Context: an optimization exercise on an open-source flow, tuned for small area, a short achievable clock period and few clock cycles per item. The choices shown serve that exercise and are no tape-out recipe.
Function was checked by simulation only, so behaviour that the tests miss may differ from the original.

[design/flow/design.v]
module cmd_env_check (
    input  wire        clk,
    input  wire        rst,             
    input  wire        in_valid,
    output wire        in_ready,
    input  wire [31:0] in_data,
    input  wire        in_last,
    input  wire [31:0] conn_id,         
    input  wire [47:0] bus_counter,     
    output reg         res_valid,
    output reg  [2:0]  res_code,        
    output reg  [2:0]  res_cv,          
    output reg  [15:0] res_epoch,       
    output reg         res_epoch_set    
);
    localparam [31:0] SEED_A = 32'h3A5C0F21;
    localparam [31:0] SEED_B = 32'hC4E1B79A;
    localparam [31:0] SEED_C = 32'h6D2F8B54;
    localparam [31:0] POLY_R = 32'h82F63B78;    
    function [31:0] crc_byte;
        input [31:0] r;
        input [7:0]  b;
        integer i;
        reg [31:0] c;
        begin
            c = r ^ {24'd0, b};
            for (i = 0; i < 8; i = i + 1)
                c = c[0] ? ((c >> 1) ^ POLY_R) : (c >> 1);
            crc_byte = c;
        end
    endfunction
    function [31:0] crc_word;
        input [31:0] r;
        input [31:0] w;
        begin
            crc_word = crc_byte(crc_byte(crc_byte(crc_byte(r, w[31:24]), w[23:16]),
                                w[15:8]), w[7:0]);
        end
    endfunction
    function [31:0] rev32;
        input [31:0] v;
        integer i;
        begin
            for (i = 0; i < 32; i = i + 1)
                rev32[i] = v[31 - i];
        end
    endfunction
    assign in_ready = 1'b1;
    wire acc = in_valid & in_ready;
    reg [14:0] wcnt;           
    reg [31:0] cnt_lo_q;       
    reg [31:0] crc_a, crc_b, crc_c;
    reg [31:0] seq_q, stamp_q;
    reg [15:0] ep_q;
    reg [7:0]  kind_q, flags_q;
    reg [15:0] len_q;
    reg [31:0] t1, t2;         
    wire first = (wcnt == 15'd0);
    wire [14:0] cov_words = 15'd4 + {1'b0, len_q[15:2]};
    wire        covered   = (wcnt < 4) || (wcnt < cov_words);
    wire [31:0] start_a = crc_byte(crc_byte(rev32(conn_id ^ SEED_A), bus_counter[47:40]), bus_counter[39:32]);
    wire [31:0] start_b = crc_byte(crc_byte(rev32(conn_id ^ SEED_B), bus_counter[47:40]), bus_counter[39:32]);
    wire [31:0] start_c = crc_byte(crc_byte(rev32(conn_id ^ SEED_C), bus_counter[47:40]), bus_counter[39:32]);
    wire [31:0] cur_a = first ? start_a : crc_a;
    wire [31:0] cur_b = first ? start_b : crc_b;
    wire [31:0] cur_c = first ? start_c : crc_c;
    always @(posedge clk) begin
        if (rst) begin
            wcnt <= 15'd0;
        end else if (acc) begin
            if (in_last)
                wcnt <= 15'd0;
            else if (wcnt != 15'h7FFF)
                wcnt <= wcnt + 15'd1;
        end
    end
    always @(posedge clk) begin
        if (acc) begin
            if (first) begin
                cnt_lo_q <= bus_counter[31:0];
            end
            if (covered) begin
                crc_a <= crc_word(cur_a, in_data);
                crc_b <= crc_word(cur_b, in_data);
                crc_c <= crc_word(cur_c, in_data);
            end
            case (wcnt)
                15'd0: seq_q[31:16] <= in_data[15:0];
                15'd1: begin seq_q[15:0] <= in_data[31:16]; stamp_q[31:16] <= in_data[15:0]; end
                15'd2: begin stamp_q[15:0] <= in_data[31:16]; ep_q <= in_data[15:0]; end
                15'd3: begin kind_q <= in_data[31:24]; flags_q <= in_data[23:16]; len_q <= in_data[15:0]; end
                default: ;
            endcase
            t1 <= t2;
            t2 <= in_data;
        end
    end
    wire [15:0] nwords   = {1'b0, wcnt} + 16'd1;
    wire [17:0] body_len = {nwords, 2'b00};
    wire [17:0] want_len = 18'd28 + {2'b00, len_q};
    wire [31:0] pair_w = t1;
    wire [31:0] cv1    = t2;
    wire [31:0] cv2    = in_data;
    wire [7:0]  pc     = pair_w[31:24];
    wire pc_ok  = (pc == 8'h03) || (pc == 8'h05) || (pc == 8'h06);
    wire s2_ok  = (wcnt >= 15'd6) && (kind_q == 8'h30) && (flags_q == 8'h00) &&
                  (body_len == want_len) && (pair_w[23:0] == 24'd0) && pc_ok;
    wire [31:0] fin_a = crc_a ^ 32'hFFFFFFFF;
    wire [31:0] fin_b = crc_b ^ 32'hFFFFFFFF;
    wire [31:0] fin_c = crc_c ^ 32'hFFFFFFFF;
    reg [31:0] exp1, exp2;
    reg        lane1_a, lane1_b, lane2_b, lane2_c;
    always @* begin
        exp1 = fin_a; exp2 = fin_b;
        lane1_a = 1'b1; lane1_b = 1'b0; lane2_b = 1'b1; lane2_c = 1'b0;
        case (pc)
            8'h05: begin exp1 = fin_a; exp2 = fin_c; lane1_a = 1'b1; lane1_b = 1'b0; lane2_b = 1'b0; lane2_c = 1'b1; end
            8'h06: begin exp1 = fin_b; exp2 = fin_c; lane1_a = 1'b0; lane1_b = 1'b1; lane2_b = 1'b0; lane2_c = 1'b1; end
            default: ;
        endcase
    end
    wire cv1_ok = (cv1 == exp1);
    wire cv2_ok = (cv2 == exp2);
    wire s3_ok  = cv1_ok & cv2_ok;
    wire [2:0] cv_flags;
    assign cv_flags[0] = s2_ok & ((lane1_a & ~cv1_ok & cv2_ok));
    assign cv_flags[1] = s2_ok & ((lane1_b & ~cv1_ok & cv2_ok) | (lane2_b & ~cv2_ok & cv1_ok));
    assign cv_flags[2] = s2_ok & ((lane2_c & ~cv2_ok & cv1_ok));
    wire s4_ok = (stamp_q == cnt_lo_q);
    reg [15:0] acc_ep;
    reg        ep_set;
    reg [31:0] base;
    reg        base_set;
    reg [31:0] cand;
    reg [2:0]  cand_cnt;
    wire [31:0] env_base = seq_q - stamp_q;
    wire [15:0] ep_diff  = ep_q - acc_ep;
    wire        ep_eq    = ep_set && (ep_diff == 16'd0);
    wire        ep_newer = ep_set && (ep_diff != 16'd0) && !ep_diff[15];
    wire        base_eq  = base_set && (env_base == base);
    wire s5_ok = !base_set || base_eq || ep_newer;
    wire s6_ok = ep_eq || ep_newer;
    reg [2:0] code;
    always @* begin
        if (!s2_ok)      code = 3'd2;
        else if (!s3_ok) code = 3'd3;
        else if (!s4_ok) code = 3'd4;
        else if (!s5_ok) code = 3'd5;
        else if (!s6_ok) code = 3'd6;
        else             code = 3'd0;
    end
    wire done = acc & in_last;
    reg [15:0] n_acc_ep;
    reg        n_ep_set;
    reg [31:0] n_base;
    reg        n_base_set;
    reg [31:0] n_cand;
    reg [2:0]  n_cand_cnt;
    always @* begin
        n_acc_ep   = acc_ep;
        n_ep_set   = ep_set;
        n_base     = base;
        n_base_set = base_set;
        n_cand     = cand;
        n_cand_cnt = cand_cnt;
        if (code == 3'd0) begin
            if (ep_newer) begin
                n_acc_ep   = ep_q;
                n_base     = env_base;
                n_base_set = 1'b1;
                n_cand_cnt = 3'd0;
            end else if (!base_set) begin
                n_base     = env_base;
                n_base_set = 1'b1;
                n_cand_cnt = 3'd0;
            end else begin
                n_cand_cnt = 3'd0;
            end
        end else if (code == 3'd6 && !ep_set) begin
            n_acc_ep = ep_q;
            n_ep_set = 1'b1;
        end else if (code == 3'd5 && ep_eq) begin
            if (cand_cnt != 3'd0 && cand == env_base) begin
                if (cand_cnt == 3'd3) begin
                    n_base     = cand;
                    n_cand_cnt = 3'd0;
                end else begin
                    n_cand_cnt = cand_cnt + 3'd1;
                end
            end else begin
                n_cand     = env_base;
                n_cand_cnt = 3'd1;
            end
        end
    end
    always @(posedge clk) begin
        if (rst) begin
            ep_set    <= 1'b0;
            base_set  <= 1'b0;
            cand_cnt  <= 3'd0;
            res_valid <= 1'b0;
        end else begin
            res_valid <= done;
            if (done) begin
                acc_ep   <= n_acc_ep;
                ep_set   <= n_ep_set;
                base     <= n_base;
                base_set <= n_base_set;
                cand     <= n_cand;
                cand_cnt <= n_cand_cnt;
            end
        end
    end
    always @(posedge clk) begin
        if (done) begin
            res_code      <= code;
            res_cv        <= cv_flags;
            res_epoch     <= n_ep_set ? n_acc_ep : 16'd0;
            res_epoch_set <= n_ep_set;
        end
    end
endmodule
[design/flow/constraint.sdc]
create_clock -name core_clock -period 8.0 [get_ports {clk}]
set_input_delay 1.6000 -clock core_clock [delete_from_list [all_inputs] [get_ports {clk}]]
set_output_delay 1.6000 -clock core_clock [all_outputs]
set_load 0.01 [all_outputs]
[design/flow/run.sh]
#!/bin/bash
# synth_recipe.tcl (not shown) runs the flow's synth.tcl, then flattens the netlist and writes it again
# the make line also repeats each setting of config.mk as NAME=value (left out here)
make -C /OpenROAD-flow-scripts/flow DESIGN_CONFIG=/design/flow/config.mk WORK_HOME=/design/flow/orfs CLKGATE_MAP_FILE= SYNTH_SCRIPT=/design/flow/synth_recipe.tcl finish
[design/flow/config.mk]
export PLATFORM = sky130hd
export DESIGN_NAME = cmd_env_check
export DESIGN_NICKNAME = cmd_env_check
export VERILOG_FILES = /design/flow/design.v
export SDC_FILE = /design/flow/constraint.sdc
export NUM_CORES = 4
export LEC_CHECK = 0
export CAP_MARGIN = 20
export CORE_MARGIN = 2
export CORE_UTILIZATION = 40
export PLACE_DENSITY = 0.6
export SLEW_MARGIN = 20
==> metrics.cfg <==
[status]
outcome = complete, no violations

[synth]
synth-edff-count = 407
synthesis.area_per_instance_um2 = 11.7
synth-seq-cells = 428
yosysTopAreaCell = sky130_fd_sc_hd__edfxtp_1
synthDistinctLibCells = 75
post_synth_instance_area_um2 = 33400
ys.flop_type = sky130_fd_sc_hd__edfxtp_1
postSynthNetCount = 3048
syn-instance-count = 2861
synth_async_sr_flop_share_pct = 0
post_synth_main_area_contributors = sky130_fd_sc_hd__edfxtp_1, sky130_fd_sc_hd__xnor2_1, sky130_fd_sc_hd__xor2_1, sky130_fd_sc_hd__xnor2_2, sky130_fd_sc_hd__ha_1
synth_top_area_share_pct = 36.5
synth.yosys.seq_area_share_pct = 37.8
ys.warnings.count = 1

[placed_design]
post-dp-hpwl_um = 91900
numPortBuffers = 139
place_congestion = 0.978
placed_cells_incl_taps = 4641
detailedPlace.worstSlack_ps = -975

[sta]
final_slew_violations = 0
grt_setup_unrepaired = yes
final.setup.worst_slack_ps = 182
post_layout_minimum_cycle_time_ps = 7820
max_slew_margin_pct = 35.5
final_setup_violating_endpoints = 0
timing.clock.skew_ps = 40.1
max_slew.worst_pin.slew_ps = 965
report.final.hold_viol_count = 0
fin_crit_sh_pct = 97.7
fmaxAchievable_mhz = 128

[detailed_routing]
avgRoutedWirePerCell_um = 24.0
route.final.wire_length_um = 116000
post_drt_via_cell_ratio = 5.09
route.detailed.drc = 0
num_vias = 24662
drtIter0Drc = 2140
dr.pass1.iters = 5
drtAntennaViolNets = 0

[clock_tree]
number_of_clock_sinks = 428
cts.reportedPaths.clkPinSlew_ps = 60
cts_buffer_depth = 3
cts_hold_buffers = 0
clock_tree.htree_level_count = 2
tritoncts = built
cts_buffers = 50
cts-root-buf = sky130_fd_sc_hd__clkbuf_16
clkLatencyLatePin_ps = 620

[setup_path]
reg2reg_to = base[7]$_DFFE_PP_
worst-setup-path-type = input port to flip-flop
timing.critical_path.required_ps = 8330
rr_worst_depth = 30
crit_top_cell = sky130_fd_sc_hd__xnor2_2
r2r_start = stamp_q[0]$_DFFE_PP_
timing.critical_path.from = conn_id[25]
slowest_stage = sky130_fd_sc_hd__xnor3_2
crit_arrival_ps = 8150
critical_path.startpoint_type = input port
ff2ff_setup_slack_ps = 700
timing.critical_path.fanout_max = 4
worstSetupEndpointType = flip-flop
crit_path_max_incr_delay_ps = 440

[cells_and_area]
layout_commonest_cell = sky130_fd_sc_hd__xnor2_1
most-common-layout-cells = sky130_fd_sc_hd__xnor2_1, sky130_fd_sc_hd__buf_4, sky130_fd_sc_hd__edfxtp_1
post_synthesis_to_final_layout_area_growth_pct = 36.0
nNetsFinal = 3905
layout.cells.non_filler = 4841
post_route_cells_drive_above_1_share_pct = 31.9

[global_routing]
grt_antenna_before_repair = 6
grt_max_degree = 74
grt_pass1_vias = 25271
grt_first_pass_wirelength_um = 167000
grt_usage_pct = 26.5
global_route.overflow_total = 0

[floorplanning]
core_region_area_um2 = 83200
die_h_um = 293
num_rows = 106
i_o_pin_total = 141
effective_utilization_at_floorplan_pct = 40.2
fp.dieArea_um2 = 85900
die_width_um = 293

[hold_path]
min_delay_worst_endpoint = t1[11]$_DFFE_PP_
hold-path-cell-count = 0
min_from = t2[11]$_DFFE_PP_
worst_hold_path_type = flip-flop to flip-flop

[job]
drv_cap = 0

## worst max-delay path by stage
stage                                endpoint
after floorplan            crc_b[3]$_DFFE_PP_
after global placement     crc_a[3]$_DFFE_PP_
after detailed placement  crc_a[17]$_DFFE_PP_
after CTS                  crc_a[4]$_DFFE_PP_
after global routing       crc_b[0]$_DFFE_PP_
final                     crc_b[20]$_DFFE_PP_
## routing by layer
layer / share of wire, % / track usage [%] / vias up / routed length [um]
li1: - / - / 11402 / -
met1: 44 / 37.0 / 12249 / 51000
met2: 46 / 43.1 / 858 / 53900
met3: 6.9 / 3.99 / 151 / 8050
met4: 2.7 / 6.82 / 2 / 3140
met5: 0.010 / 0 / - / 12
## registers in the layout, indices dropped and copies added, names as in the netlist, 32 cells and up
name and count:
crc_b 32, t2 32, crc_a 32, base 32, t1 32, seq_q 32
cand 32, cnt_lo_q 32, crc_c 32, stamp_q 32
## synth_stat cells (all sizes together), types with 4 or more instances
| library cell | n |
|---|---|
| nor2 | 118 |
| nand3b | 11 |
| a211oi | 5 |
| mux2i | 74 |
| o31ai | 4 |
| nand4 | 39 |
| o22ai | 4 |
| and3 | 16 |
| xnor3 | 35 |
| and4 | 5 |
| nor4 | 34 |
| a21boi | 7 |
| edfxtp | 407 |
| nand2b | 9 |
| clkbuf | 49 |
| and2 | 14 |
| dfxtp | 21 |
| xor3 | 7 |
| xor2 | 326 |
| o21ai | 83 |
| nand3 | 22 |
| xnor2 | 1036 |
| or4 | 4 |
| o21bai | 5 |
| mux2 | 26 |
| o211ai | 4 |
| nand2 | 99 |
| inv | 103 |
| nor2b | 12 |
| ha | 70 |
| buf | 7 |
| o21a | 7 |
| a21o | 39 |
| or3 | 10 |
| a21oi | 83 |
| nor3 | 21 |
| a221o | 13 |
## cell type report
type	count	area, um2
multi-input combinational	2274	22300
timing repair buffer	861	7130
clock inverter	37	425
tap	1080	1350
sequential	428	12600
inverter	103	387
fill	7029	37700
clock buffer	56	1270
antenna	2	5.00
## logic make-up (layout without fill, tap and decap cells)
logic type,Yosys count,after routing,synth area share (%)
other cells,1,3,0.0112
fa+ha+maj,71,71,2.68
mux,100,100,3.13
compound gates,271,271,5.00
buf+inv,159,1057,1.80
flops,428,428,37.8
simple gates,427,427,6.42
xor+xnor,1404,1404,43.2
## critical path: cells and delay by family
kind	cells	cell delay [ps]
AND/OR/NAND/NOR	1	120
XOR/XNOR	21	5100
buffers and inverters	7	1190
AO/OA/AOI/OAI	1	130
## through the flow
stage	setup TNS [ps]	hold slack (ps)	instance area, um2	util (%)
5_1_grt	-908	482	45500	54.7
3_5_place_dp	-57920	460	41500	49.9
3_3_place_gp	-55360	454	41500	49.9
6_report	0	479	45500	54.7
2_1_floorplan	-8030	449	34200	-
4_1_cts	0	476	43800	52.7
## timing repair
| item | in CTS | in global routing |
|---|---|---|
| endpoints found under the hold margin | 0 | 0 |
| setup buffers | 33 | 71 |
| gates resized for setup | 46 | 169 |
| setup endpoints to repair | 67 | 82 |
| pin swaps | 34 | 101 |
Testbench counts, summed over its fixed seeds: cycles 128,712, envelopes 3,200.

## what the ideal ports hide
In the flow no input, the clock included, has a driving cell. The finished layout below was timed again as built, in two steps. Step 1 assumes that a clkbuf_16 drives the clock port and a buf_2 every other input. Step 2 also shifts input and output timing later by t, the mid clock arrival at the registers, as if the neighbouring blocks saw the same clock. a / b / c = ideal ports / drivers / drivers and shift; a / b = the first two.
shift t [ns]: 0.670
setup WS [ns]: 0.182 / 0.221 / -0.449
slew at the worst register clock pin (ns): 0.07 / 0.07
pins driven straight from the clock port: 1
Met with ideal ports but missed after step 2: setup timing in this run. The setup slack of this run moves by +0.039 ns with the drivers and by -0.631 ns with both steps.
